This design comes from an exercise in tuning for small area on the open sky130 flow, not from production work.
Only the layout flow was run in this run; the RTL was not checked for function there.

`flow/design.v`:
```
module ce0_loop (
    input              clk,
    input              rst,
    input      [2:0]   phases,       
    input              polarity,     
    input      [223:0] i_coef,       
    input      [31:0]  i_out_max,    
    input      [31:0]  i_out_min,
    input      [159:0] s_coef,       
    input      [31:0]  s_out_lim,
    input      [15:0]  d_min,        
    input      [15:0]  d_max,
    input              close,
    input      [15:0]  pre_d,
    input              start,
    input      [15:0]  i_ref,        
    input      [15:0]  i_str,
    input      [71:0]  iph,          
    output             ready,
    output reg         done,
    output reg [95:0]  duty,         
    output reg         sat_i,
    output reg         sat_share
);
    localparam S_IDLE = 2'd0, S_AVG = 2'd1, S_MAC = 2'd2, S_FIN = 2'd3;
    reg [1:0] state;
    reg [2:0] sec;       
    reg [2:0] term;
    reg signed [17:0] e_now;             
    reg signed [11:0] iph_l [0:5];
    reg signed [11:0] avg;
    reg signed [17:0] e_h [0:2];
    reg        [15:0] u_h [0:2];
    reg signed [17:0] ex_h1 [0:5];
    reg signed [17:0] ex_h2 [0:5];
    reg signed [20:0] sx_h1 [0:5];
    reg signed [20:0] sx_h2 [0:5];
    reg        [15:0] res [0:5];
    reg signed [57:0] acc;
    integer i;
    wire [2:0] n_ph = (phases > 3'd6) ? 3'd6 : phases;
    wire [2:0] p    = sec - 3'd1;
    reg signed [14:0] iph_sum;
    always @* begin
        iph_sum = 15'sd0;
        for (i = 0; i < 6; i = i + 1)
            if (i < n_ph)
                iph_sum = iph_sum + iph_l[i];
    end
    reg  [3:0]  div_cnt;
    reg  [13:0] div_q;       
    reg  [2:0]  div_r;
    reg         div_neg;
    wire [3:0]  div_t   = {div_r, div_q[13]};
    wire        div_ge  = div_t >= {1'b0, n_ph};
    wire [3:0]  div_d   = div_t - {1'b0, n_ph};
    wire [14:0] iph_mag = iph_sum[14] ? -iph_sum : iph_sum;
    wire signed [12:0] ex_diff = polarity ? (iph_l[p] - avg) : (avg - iph_l[p]);
    wire signed [17:0] ex_now  = {ex_diff, 5'd0};
    reg signed [31:0] coef;
    reg signed [21:0] x;
    reg               neg;
    always @* begin
        coef = 32'sd0;
        x    = 22'sd0;
        neg  = 1'b0;
        if (sec == 3'd0) begin
            coef = i_coef[32*term +: 32];
            case (term)
                3'd0: x = e_now;
                3'd1: x = e_h[0];
                3'd2: x = e_h[1];
                3'd3: x = e_h[2];
                3'd4: x = $signed({1'b0, u_h[0]});
                3'd5: x = $signed({1'b0, u_h[1]});
                default: x = $signed({1'b0, u_h[2]});
            endcase
            neg = (term >= 3'd4);
        end else begin
            coef = s_coef[32*term +: 32];
            case (term)
                3'd0: x = ex_now;
                3'd1: x = ex_h1[p];
                3'd2: x = ex_h2[p];
                3'd3: x = sx_h1[p];
                default: x = sx_h2[p];
            endcase
            neg = (term >= 3'd3);
        end
    end
    wire signed [53:0] prod    = coef * x;
    wire signed [57:0] acc_nxt = neg ? acc - prod : acc + prod;
    wire [2:0] last_term = (sec == 3'd0) ? 3'd6 : 3'd4;
    wire signed [41:0] v = acc >>> 16;
    wire signed [41:0] i_max = $signed(i_out_max);
    wire signed [41:0] i_min = $signed(i_out_min);
    wire               i_hi  = v > i_max;
    wire               i_lo  = v < i_min;
    wire signed [41:0] vi    = i_hi ? i_max : (i_lo ? i_min : v);
    wire signed [29:0] ui_q  = vi >>> 12;
    wire signed [29:0] dmin_s = $signed({14'd0, d_min});
    wire signed [29:0] dmax_s = $signed({14'd0, d_max});
    wire [15:0] u_new = (ui_q > dmax_s) ? d_max : ((ui_q < dmin_s) ? d_min : ui_q[15:0]);
    wire signed [41:0] s_lim = $signed(s_out_lim);
    wire               s_hi  = v > s_lim;
    wire               s_lo  = v < -s_lim;
    wire signed [41:0] vs    = s_hi ? s_lim : (s_lo ? -s_lim : v);
    wire signed [29:0] s_q   = vs >>> 12;
    wire signed [29:0] d_sum = $signed({14'd0, u_h[0]}) + s_q;
    wire [15:0] d_new = (d_sum > dmax_s) ? d_max : ((d_sum < dmin_s) ? d_min : d_sum[15:0]);
    wire [15:0] pre_c = (pre_d > d_max) ? d_max : ((pre_d < d_min) ? d_min : pre_d);
    assign ready = (state == S_IDLE);
    always @(posedge clk) begin
        if (rst) begin
            state     <= S_IDLE;
            sec       <= 3'd0;
            term      <= 3'd0;
            acc       <= 58'sd0;
            e_now     <= 18'sd0;
            avg       <= 12'sd0;
            div_cnt   <= 4'd0;
            div_q     <= 14'd0;
            div_r     <= 3'd0;
            div_neg   <= 1'b0;
            done      <= 1'b0;
            duty      <= 96'd0;
            sat_i     <= 1'b0;
            sat_share <= 1'b0;
            for (i = 0; i < 6; i = i + 1) begin
                iph_l[i] <= 12'sd0;
                ex_h1[i] <= 18'sd0;
                ex_h2[i] <= 18'sd0;
                sx_h1[i] <= 21'sd0;
                sx_h2[i] <= 21'sd0;
                res[i]   <= 16'd0;
            end
            for (i = 0; i < 3; i = i + 1) begin
                e_h[i] <= 18'sd0;
                u_h[i] <= 16'd0;
            end
        end else begin
            done <= 1'b0;
            case (state)
                S_IDLE: begin
                    if (close) begin
                        for (i = 0; i < 6; i = i + 1) begin
                            ex_h1[i] <= 18'sd0;
                            ex_h2[i] <= 18'sd0;
                            sx_h1[i] <= 21'sd0;
                            sx_h2[i] <= 21'sd0;
                        end
                        for (i = 0; i < 3; i = i + 1) begin
                            e_h[i] <= 18'sd0;
                            u_h[i] <= pre_c;
                        end
                        sat_i     <= 1'b0;
                        sat_share <= 1'b0;
                    end else if (start) begin
                        e_now <= polarity ? ({{2{i_str[15]}}, i_str} - {{2{i_ref[15]}}, i_ref}) <<< 1
                                          : ({{2{i_ref[15]}}, i_ref} - {{2{i_str[15]}}, i_str}) <<< 1;
                        for (i = 0; i < 6; i = i + 1)
                            iph_l[i] <= iph[12*i +: 12];
                        sec   <= 3'd0;
                        term  <= 3'd0;
                        acc   <= 58'sd0;
                        div_cnt <= 4'd0;
                        state <= S_AVG;
                    end
                end
                S_AVG: begin
                    if (div_cnt == 4'd0) begin
                        div_q   <= iph_mag[13:0];
                        div_r   <= 3'd0;
                        div_neg <= iph_sum[14];
                        div_cnt <= 4'd1;
                    end else begin
                        div_q   <= {div_q[12:0], div_ge};
                        div_r   <= div_ge ? div_d[2:0] : div_t[2:0];
                        div_cnt <= div_cnt + 4'd1;
                        if (div_cnt == 4'd14) begin
                            avg   <= div_neg ? -$signed({1'b0, div_q[10:0], div_ge})
                                             :  $signed({1'b0, div_q[10:0], div_ge});
                            state <= S_MAC;
                        end
                    end
                end
                S_MAC: begin
                    acc <= acc_nxt;
                    if (term == last_term)
                        state <= S_FIN;
                    else
                        term <= term + 3'd1;
                end
                S_FIN: begin
                    acc  <= 58'sd0;
                    term <= 3'd0;
                    if (sec == 3'd0) begin
                        if (i_hi || i_lo)
                            sat_i <= 1'b1;
                        e_h[0] <= e_now;
                        e_h[1] <= e_h[0];
                        e_h[2] <= e_h[1];
                        u_h[0] <= u_new;
                        u_h[1] <= u_h[0];
                        u_h[2] <= u_h[1];
                        res[0] <= u_new;
                        if (n_ph < 3'd2) begin
                            duty  <= {80'd0, u_new};
                            done  <= 1'b1;
                            state <= S_IDLE;
                        end else begin
                            sec   <= 3'd1;
                            state <= S_MAC;
                        end
                    end else begin
                        if (s_hi || s_lo)
                            sat_share <= 1'b1;
                        ex_h1[p] <= ex_now;
                        ex_h2[p] <= ex_h1[p];
                        sx_h1[p] <= s_q[20:0];
                        sx_h2[p] <= sx_h1[p];
                        res[p]   <= d_new;
                        if (sec == n_ph) begin
                            for (i = 0; i < 6; i = i + 1)
                                if (i < p)
                                    duty[16*i +: 16] <= res[i];
                                else if (i == p)
                                    duty[16*i +: 16] <= d_new;
                                else
                                    duty[16*i +: 16] <= 16'd0;
                            done  <= 1'b1;
                            state <= S_IDLE;
                        end else begin
                            sec   <= sec + 3'd1;
                            state <= S_MAC;
                        end
                    end
                end
            endcase
        end
    end
endmodule
```
`flow/run.sh`:
```
#!/bin/bash
# synth_recipe.tcl (not shown) runs the flow's synth.tcl, then flattens the netlist and writes it again
# the make line also repeats each setting of config.mk as NAME=value (left out here)
make -C /OpenROAD-flow-scripts/flow DESIGN_CONFIG=/design/flow/config.mk WORK_HOME=/design/flow/orfs CLKGATE_MAP_FILE= SYNTH_SCRIPT=/design/flow/synth_recipe.tcl finish
```
`flow/config.mk`:
```
export PLATFORM = sky130hd
export DESIGN_NAME = ce0_loop
export DESIGN_NICKNAME = ce0_loop
export VERILOG_FILES = /design/flow/design.v
export SDC_FILE = /design/flow/constraint.sdc
export NUM_CORES = 4
export LEC_CHECK = 0
export CAP_MARGIN = 20
export CORE_MARGIN = 2
export CORE_UTILIZATION = 40
export SLEW_MARGIN = 20
```
`flow/constraint.sdc`:
```
create_clock -name core_clock -period 17.0 [get_ports {clk}]
set_input_delay 3.4000 -clock core_clock [delete_from_list [all_inputs] [get_ports {clk}]]
set_output_delay 3.4000 -clock core_clock [all_outputs]
set_load 0.01 [all_outputs]
```
==> flow_metrics.py <==
metrics = {
    "outcome": {
        "outcome": "timing/DRC/antenna clean",
    },
    "yosys": {
        "synthTopCellsByArea": "edfxtp_1, fa_1, ha_1, dfxtp_1, nand2_1",
        "synth.distinct_cells": 106,
        "synth_compound_area_share_pct": 15.26,
        "synth_ff_type": "edfxtp_1",
        "synth_area_sq_um": 90140,
        "ys.warnings.count": 4,
        "synth_nets": 11754,
        "async_reset_ff_share_pct": 0,
        "synth-simple-area-share_pct": 14.39,
        "ys_seq_elements": 1027,
        "yosysSeqAreaShare_pct": 29.92,
        "synth_edf_count": 640,
        "synth_top_family_by_area": "adder cells",
        "muxShareOfSynthArea_pct": 5.988,
        "synth_xor_area_share_pct": 2.852,
        "synth.top_cell.area_share_pct": 21.32,
        "synth_cells": 9765,
        "synth_area_leader_cell": "edfxtp_1",
        "synthAdderAreaFrac_pct": 24.67,
        "avgSynthCellArea_sq_um": 9.231,
    },
    "floorplanning": {
        "io-pin-count": 740,
        "core_sq_um": 224500,
        "start_util_pct": 40.16,
        "die_y_microns": 478.7,
        "die_width_microns": 478.7,
        "rows": 174,
        "die-area_sq_um": 229200,
    },
    "worst_hold_path": {
        "min_path_type": "reg2reg",
        "hold_depth": 2,
    },
    "critical_path": {
        "setup.worst_path.class": "in2reg",
        "cpMaxStageDelayCell": "fa_1",
        "arrival_ns": 17.06,
        "crit_path_frequent_cell": "fa_1",
        "cp.required_ns": 17.67,
        "worstRegToRegCells": 64,
        "max_stage_delay_ns": 0.54,
        "cp-start-kind": "input port",
        "endpoint_kind": "flop",
        "worst-path-max-fanout": 11,
    },
    "routing": {
        "drt_iter0_markers": 7825,
        "drt_pass1_iterations": 8,
        "vias_per_cell": 5.770,
        "postRouteAntennaNets": 0,
        "routed_wl_microns": 361100,
        "drc": 0,
        "top_layer": "met5",
        "routedWlPerCell_microns": 26.53,
        "dr_wl_met3_microns": 34360,
        "num_vias": 78533,
        "wl_met2_microns": 161200,
        "wl_met1_microns": 151500,
    },
    "sta": {
        "finalSetupViolCount": 0,
        "period_share_pct": 96.42,
        "clock_skew_ns": 0.1008,
        "final-max-slew-violation-count": 0,
        "setup_slack_ns": 0.6084,
        "finalHoldViolations": 0,
        "slew-limit-headroom_pct": 19.43,
        "final.setup.tns_ns": 0,
        "fmax_mhz": 61.01,
        "tightest_slew_ns": 1.185,
        "fin_crit_ns": 16.39,
    },
    "clocking": {
        "cts.path.max_buffers": 3,
        "h-tree-depth": 3,
        "clkSlewWorstSetupHoldPaths_ns": 0.06,
        "insertion_delay_ns": 0.79,
        "clock-root-buffer": "clkbuf_16",
        "clock_sinks": 1027,
        "cts_buffers": 112,
        "cts_tree": "built",
        "postCtsHoldBufs": 0,
    },
    "global_route": {
        "grt_usage_pct": 30.85,
        "antenna_found_initial": 41,
        "first_global_vias": 77652,
        "grt_pass1_wl_microns": 527800,
        "globalRoute.totalOverflow": 0,
        "grt_max_degree": 97,
    },
    "placement": {
        "post-place-ws_ns": -0.1141,
        "portBuffers": 739,
        "dp.final_hpwl_microns": 280900,
        "gp_congestion": 0.9539,
    },
    "final_layout": {
        "drive_gt1_share_pct": 9.580,
        "mostFrequentLayoutCells": "nand2_1, inv_1, nor2_1",
        "area_growth_pct": 18.83,
        "fillCellCount": 21125,
        "final_nets": 12495,
        "layout_commonest_cell": "nand2_1",
        "postLayoutCoreUtil_pct": 47.72,
    },
    "flow_run": {
        "drv_cap": 0,
    },
}
==> Yosys cell counts (91+ instances only) <==
master,number
nor2b_1,114
fa_1,714
a31oi_1,92
mux2i_1,222
a21o_1,173
o21ai_0,338
a22oi_1,227
a21oi_1,627
dfxtp_1,387
ha_1,635
nand3_1,102
nand2_1,1195
edfxtp_1,640
mux4_2,110
xnor2_1,200
xor2_1,91
nor2_1,1053
inv_1,1083
clkbuf_1,484
==> worst max-delay path, delay by kind of cell <==
family	cells	cell delay, ns
AO/OA/AOI/OAI	23	4.87
XOR/XNOR	4	0.56
adder cells (fa/ha/maj)	9	4.25
buffers and inverters	9	1.49
AND/OR/NAND/NOR	12	2.49
==> sequential cells by signal, indices dropped and copies added, names as in the netlist, 58 cells and up <==
register and count:
sx_h1 168, ex_h2 104, iph_l 72, acc 58, duty 96, res 96, ex_h1 104, sx_h2 168
==> final cells by class <==
cell class | count | area, sq um | share of cell area (%)
multi-input combinational | 7094 | 57610 | 53.79
sequential | 1027 | 26980 | 25.19
timing repair buffer | 1181 | 10810 | 10.09
inverter | 1090 | 4095 | 3.823
tap | 2992 | 3744 | 3.495
clock buffer | 149 | 3088 | 2.883
clock inverter | 64 | 749.5 | 0.6997
antenna | 14 | 35.03 | 0.03271
==> path summary, 6_finish.rpt <==
kind	startpoint	end	slack, ns
worst max-delay path	polarity	acc[57]$_SDFFE_PP0P_	0.61
worst min-delay path	res[2][8]$_SDFFCE_PN0P_	duty[40]$_SDFFE_PP0P_	0.46
worst max register to register	sec[1]$_SDFFE_PP0P_	acc[57]$_SDFFE_PP0P_	0.74
worst min register to register	res[2][8]$_SDFFCE_PN0P_	duty[40]$_SDFFE_PP0P_	0.46
==> what timing repair did <==
item,4_1_cts,5_1_grt
buffers inserted,0,2
setup endpoints to repair,0,10
resized for setup,0,10
==> layer usage <==
layer,vias up,track usage (%)
met1,39411,42.37
met3,586,7.150
met4,18,10.97
met2,3457,47.57
li1,35061,-
met5,-,0
==> through the flow <==
step	hold slack (ns)	instance area (sq um)	cells
6_report	0.4600	107100	13611
3_5_place_dp	0.4532	103100	13379
4_1_cts	0.4696	107000	13592
3_3_place_gp	0.4371	103100	13376
2_1_floorplan	0.4319	90150	9765
5_1_grt	0.4854	107100	13600
==> cell families after synthesis <==
logic type | count (synthesis)
DFF | 1027
xor gates and xnor gates | 292
and+or+nand+nor | 2968
AOI/OAI and AO/OA | 2092
adders and majority gates | 1349
buffers and inverters | 1644
muxes | 393

## what the ideal ports hide
How much do the figures lean on ideal ports? The routed layout below was timed once more, with nothing changed but the port constraints.
Step 1 (the two cells are an assumption about what drives the block):
set clk [get_ports {clk}]
set_driving_cell -lib_cell sky130_fd_sc_hd__clkbuf_16 $clk
set_driving_cell -lib_cell sky130_fd_sc_hd__buf_2 [delete_from_list [all_inputs] $clk]
Step 2 times the ports against the registers' clock, not the clock port: input delays grow and output delays shrink by t, the midpoint of the rising clock arrivals with the driver on.
a / b / c = ideal ports / drivers / drivers and shift; a / b = the first two.
t, ns: 0.841
setup slack, ns: 0.608 / 0.678 / -0.162
worst hold slack (ns): 0.460 / 0.460 / 0.460
worst setup path after step 2: input to register
latest minus earliest clock arrival (ns): 0.105 / 0.105
With both steps, setup timing fails in this run, where it was met with ideal ports. The setup slack of this run moves by +0.070 ns with the drivers and by -0.770 ns with both steps.
